Source: an optimization exercise on an open RTL-to-GDS flow (aim: small area and a short achievable clock period). Production flows keep margins and buffers that such runs may drop. Only simulation tests tie the RTL to the original design; equivalence was not proved.

==> ember <==
// sab
module sab (
    input  wire        clk,
    input  wire        rst,         
    input  wire        ce,          
    input  wire        load,        
    input  wire        sub,         
    input  wire [13:0] a,
    input  wire [13:0] d,
    input  wire [13:0] b,
    input  wire [4:0]  ea,
    input  wire [4:0]  eb,
    input  wire        cfg_asign,
    input  wire        cfg_bsign,
    input  wire        cfg_preadd,
    input  wire        cfg_scaled,
    input  wire [5:0]  cfg_accexp,
    input  wire        cfg_accsat,
    input  wire [1:0]  cfg_ofmt,
    input  wire [5:0]  cfg_oshift,
    input  wire [1:0]  cfg_rmode,
    input  wire        cfg_osat,
    input  wire        cfg_osign,
    output reg  [41:0] out,
    output reg  [4:0]  oexp,
    output reg         satf,
    output reg         accov
);
    reg        c_as, c_bs, c_pre, c_sc, c_accsat, c_even, c_up, c_osat, c_osign;
    reg        c_f14, c_f28, c_f42;
    reg  [5:0] c_accexp, c_oshift;
    always @(posedge clk) begin
        c_as     <= cfg_scaled | cfg_asign;      
        c_bs     <= cfg_scaled | cfg_bsign;
        c_pre    <= cfg_preadd;
        c_sc     <= cfg_scaled;
        c_accsat <= cfg_accsat;
        c_even   <= (cfg_rmode == 2'b01);
        c_up     <= (cfg_rmode == 2'b10);
        c_osat   <= cfg_osat;
        c_osign  <= cfg_osign;
        c_f14    <= (cfg_ofmt == 2'b00);
        c_f28    <= (cfg_ofmt == 2'b01);
        c_f42    <= (cfg_ofmt == 2'b10);
        c_accexp <= cfg_accexp;
        c_oshift <= cfg_oshift;
    end
    wire [5:0] c_vw  = (c_f28 ? 6'd28 : c_f42 ? 6'd42 : 6'd14) + c_oshift;   
    wire [5:0] c_rfx = 6'd14 + c_oshift;                                     
    wire [5:0] c_r0  = (c_accexp > 6'd14) ? 6'd0 : 6'd14 - c_accexp;         
    wire [5:0] c_r31 = (c_accexp > 6'd45) ? 6'd0 : 6'd45 - c_accexp;         
  ...
==> flow/config.mk <==
export PLATFORM = sky130hd
export DESIGN_NAME = sab
export DESIGN_NICKNAME = sab
export VERILOG_FILES = /design/flow/design.v
export SDC_FILE = /design/flow/constraint.sdc
export NUM_CORES = 4
export LEC_CHECK = 0
export ABC_AREA = 1
export CAP_MARGIN = 20
export CORE_MARGIN = 2
export CORE_UTILIZATION = 40
export PLACE_DENSITY = 0.6
export SLEW_MARGIN = 20
==> flow/constraint.sdc <==
create_clock -name core_clock -period 16.0 [get_ports {clk}]
set_input_delay 3.2000 -clock core_clock [delete_from_list [all_inputs] [get_ports {clk}]]
set_output_delay 3.2000 -clock core_clock [all_outputs]
set_load 0.01 [all_outputs]
standard.sh (not shown) runs the stock make flow with config.mk's settings and CLKGATE_MAP_FILE= SYNTH_SCRIPT=/design/flow/synth_recipe.tcl, a recipe that flattens the netlist after the stock synthesis.
==> flow/flow/run.sh <==
#!/bin/bash
set -euo pipefail
cd "$(dirname "$0")/.."
export SETUP_SLACK_MARGIN=${SETUP_SLACK_MARGIN_OVERRIDE:-12}
bash standard.sh > flow_make.log 2>&1
==> inputs of maple, as changes to ember <==
--- a/flow/design.v
+++ b/flow/design.v
@@ -475,15 +475,34 @@
     wire m_c220 = (m_c166 & m_s167) | (m_c166 & 1'b1) | (m_s167 & 1'b1);
     wire m_s221 = m_c168 ^ ~pp6_16 ^ pp7_14;
     wire m_c222 = (m_c168 & ~pp6_16) | (m_c168 & pp7_14) | (~pp6_16 & pp7_14);
     wire m_s223 = pp7_15 ^ 1'b1;
     wire m_c224 = pp7_15 & 1'b1;
     wire [29:0] m_ra = {m_c222, m_c220, m_c218, m_c216, m_c214, m_c212, m_c210, m_c208, m_c206, m_c204, m_c202, m_c200, m_c198, m_c196, m_c194, m_c192, m_c190, m_c188, m_c186, m_c184, m_c182, m_c180, m_c178, m_c176, m_c174, m_c172, m_c170, m_s169, pp0_1, pp0_0};
     wire [29:0] m_rb = {m_s223, m_s221, m_s219, m_s217, m_s215, m_s213, m_s211, m_s209, m_s207, m_s205, m_s203, m_s201, m_s199, m_s197, m_s195, m_s193, m_s191, m_s189, m_s187, m_s185, m_s183, m_s181, m_s179, m_s177, m_s175, m_s173, m_s171, bn1, 1'b0, bn0};
-    wire [29:0] prod_w = m_ra + m_rb;
+    wire [4:0] prod_w_b0 = {1'b0, m_ra[3:0]} + {1'b0, m_rb[3:0]} + {4'd0, 1'b0};
+    wire [4:0] prod_w_z1 = {1'b0, m_ra[7:4]} + {1'b0, m_rb[7:4]};
+    wire [4:0] prod_w_o1 = {1'b0, m_ra[7:4]} + {1'b0, m_rb[7:4]} + 5'd1;
+    wire [4:0] prod_w_b1 = prod_w_b0[4] ? prod_w_o1 : prod_w_z1;
+    wire [4:0] prod_w_z2 = {1'b0, m_ra[11:8]} + {1'b0, m_rb[11:8]};
+    wire [4:0] prod_w_o2 = {1'b0, m_ra[11:8]} + {1'b0, m_rb[11:8]} + 5'd1;
+    wire [4:0] prod_w_b2 = prod_w_b1[4] ? prod_w_o2 : prod_w_z2;
+    wire [4:0] prod_w_z3 = {1'b0, m_ra[15:12]} + {1'b0, m_rb[15:12]};
+    wire [4:0] prod_w_o3 = {1'b0, m_ra[15:12]} + {1'b0, m_rb[15:12]} + 5'd1;
+    wire [4:0] prod_w_b3 = prod_w_b2[4] ? prod_w_o3 : prod_w_z3;
+    wire [4:0] prod_w_z4 = {1'b0, m_ra[19:16]} + {1'b0, m_rb[19:16]};
+    wire [4:0] prod_w_o4 = {1'b0, m_ra[19:16]} + {1'b0, m_rb[19:16]} + 5'd1;
+    wire [4:0] prod_w_b4 = prod_w_b3[4] ? prod_w_o4 : prod_w_z4;
+    wire [5:0] prod_w_z5 = {1'b0, m_ra[24:20]} + {1'b0, m_rb[24:20]};
+    wire [5:0] prod_w_o5 = {1'b0, m_ra[24:20]} + {1'b0, m_rb[24:20]} + 6'd1;
+    wire [5:0] prod_w_b5 = prod_w_b4[4] ? prod_w_o5 : prod_w_z5;
+    wire [5:0] prod_w_z6 = {1'b0, m_ra[29:25]} + {1'b0, m_rb[29:25]};
+    wire [5:0] prod_w_o6 = {1'b0, m_ra[29:25]} + {1'b0, m_rb[29:25]} + 6'd1;
+    wire [5:0] prod_w_b6 = prod_w_b5[5] ? prod_w_o6 : prod_w_z6;
+    wire [29:0] prod_w = {prod_w_b6[4:0], prod_w_b5[4:0], prod_w_b4[3:0], prod_w_b3[3:0], prod_w_b2[3:0], prod_w_b1[3:0], prod_w_b0[3:0]};
     wire [6:0] ax43 = {1'b0, c_accexp} + 7'd43;
     wire [6:0] sa_w = ({1'b0, ep_q} > ax43)             ? 7'd0 :
                       ({1'b0, ep_q} + 7'd31 < {1'b0, c_accexp}) ? 7'd74 :
                       ax43 - {1'b0, ep_q};
     reg  [29:0] prod_q;
     reg  [6:0]  sa_q;
     reg         load1_q;
@@ -531,15 +550,15 @@
     wire [44:0] sum_c  = {base, 1'b1} + {addend[42], addend, add_up};    
     wire [43:0] sum    = sum_c[44:1];
     wire        s_neg  = big ? alneg_q : sum[43];
     wire        ovf    = big | (sum[43:41] != 3'b000 && sum[43:41] != 3'b111);
     wire [41:0] acc_w  = (ovf & c_accsat) ? {s_neg, {41{~s_neg}}} : sum[41:0];
     wire        v_in   = c_sc ? v2 : v1;     
     always @(posedge clk) begin
-        if (rst | !v_in) begin           
+        if (rst | (ce & !v_in)) begin
             acc <= 42'd0; accov_q <= 1'b0;
         end else if (ce) begin
             acc     <= acc_w;
             accov_q <= ovf;
         end
     end
     wire [63:0] lz_y = {acc[40:0] ^ {41{acc[41]}}, 1'b1, 22'd0};
@@ -749,15 +768,15 @@
     wire        f31    = f32_q & c_near & hf & (q[14:0] == 15'h5fff);   
     wire        g31    = (g0_q == 5'd31);
     wire        sc_fit = c0_q | (uncl_q & !(adj_p & g31)) | f31;
     wire [4:0]  sc_exp = (adj_p & !g31) ? g0_q + 5'd1 : adj_m ? g0_q - 5'd1 : g0_q;
     wire [13:0] sc_m   = (adj_p & !g31) ? 14'd4096 : adj_m ? 14'h2000 : r[13:0];
     wire [13:0] sc_res = (sc_fit | ~c_osat) ? sc_m : (acc_d[41] ? 14'h2000 : 14'h1fff);
     always @(posedge clk) begin
-        if (rst | !v0) begin             
+        if (rst | (ce & !v0)) begin
             out <= 42'd0; oexp <= 5'd0; satf <= 1'b0; accov <= 1'b0;
         end else if (ce) begin
             if (c_sc) begin
                 out  <= {{28{sc_res[13]}}, sc_res};
                 oexp <= sc_exp;
                 satf <= !sc_fit;
             end else begin
==> flow/flow/run.sh (replaced) <==
#!/bin/bash
set -euo pipefail
cd "$(dirname "$0")/.."
export SETUP_SLACK_MARGIN=${SETUP_SLACK_MARGIN_OVERRIDE:-11}
bash standard.sh > flow_make.log 2>&1
==> inputs of quartz, as changes to ember <==
==> flow/flow/run.sh (replaced) <==
#!/bin/bash
set -euo pipefail
cd "$(dirname "$0")/.."
export SETUP_SLACK_MARGIN=${SETUP_SLACK_MARGIN_OVERRIDE:-11}
bash standard.sh > flow_make.log 2>&1
==> qor summary <==
metric                                                                                                      quartz                    maple                    ember
Result of the run                                                                          complete, no violations  complete, no violations  complete, no violations
Area of the mapped netlist                                                                              32300 um^2               32200 um^2               32300 um^2
Placed cell areas                                                                                       34100 um^2               34100 um^2               34400 um^2
Number of cell instances on the worst register-to-register path                                                 20                       27                       23
Stage delay of the slowest cell on the critical path                                                       0.54 ns                  0.56 ns                  0.58 ns
Most frequent CP cell                                                                                        buf_4                     fa_1                  nand2_1
Post-synthesis share of cell area spent on xor and xnor gates                                                6.92%                    7.21%                    6.92%
Layout clock buffer count                                                                                       46                       46                       52
Post-CTS clock slew at the launch and capture registers of the worst setup and hold paths                  0.07 ns                  0.06 ns                  0.06 ns
Largest net degree at the start of global routing                                                              149                       75                       77
TritonCTS Buffers                                                                                               39                       38                       38
Setup slack of the worst register-to-register path                                                        10.92 ns                 10.33 ns                 10.88 ns
Hold path startpoint                                                                                       accov_q                   load_q                   load_q
Non-Filler Instances                                                                                          5897                     5872                     6125
Wire length the detailed router placed on met1                                                             50.3 mm                  49.4 mm                  52.8 mm
CP Data Required Time                                                                                     16.31 ns                 16.37 ns                 16.30 ns

-- separate check: timing with driven ports --
How much do the figures lean on ideal ports? The routed layouts below were timed once more, with nothing changed but the port constraints. Step 1 sets driving cells, clkbuf_16 on the clock port and buf_2 on the other inputs (assumed; they add their load-dependent delay and slew). Step 2 times the ports against the registers' clock, not the clock port: input delays grow and output delays shrink by t, the midpoint of the rising clock arrivals with the driver on. Three values: ideal ports, drivers, drivers and shift; two values: the first two.
| run | t, ns | slack for setup (ns) | hold slack, ns | worst setup path at the end | worst register clock-pin slew, ns |
|---|---|---|---|---|---|
| ember | 0.623 | 10.880 / 10.880 / 10.276 | 0.419 / 0.419 / 0.419 | input to register | 0.06 / 0.06 |
| maple | 0.627 | 10.333 / 10.333 / 10.122 | 0.423 / 0.423 / 0.423 | input to register | 0.07 / 0.07 |
| quartz | 0.638 | 10.917 / 10.917 / 10.399 | 0.448 / 0.448 / 0.448 | input to register | 0.08 / 0.08 |
After both steps every run listed still meets setup and hold. For ember, which loses most, drivers alone change the setup slack by 0.000 ns; drivers and shift together by -0.604 ns.
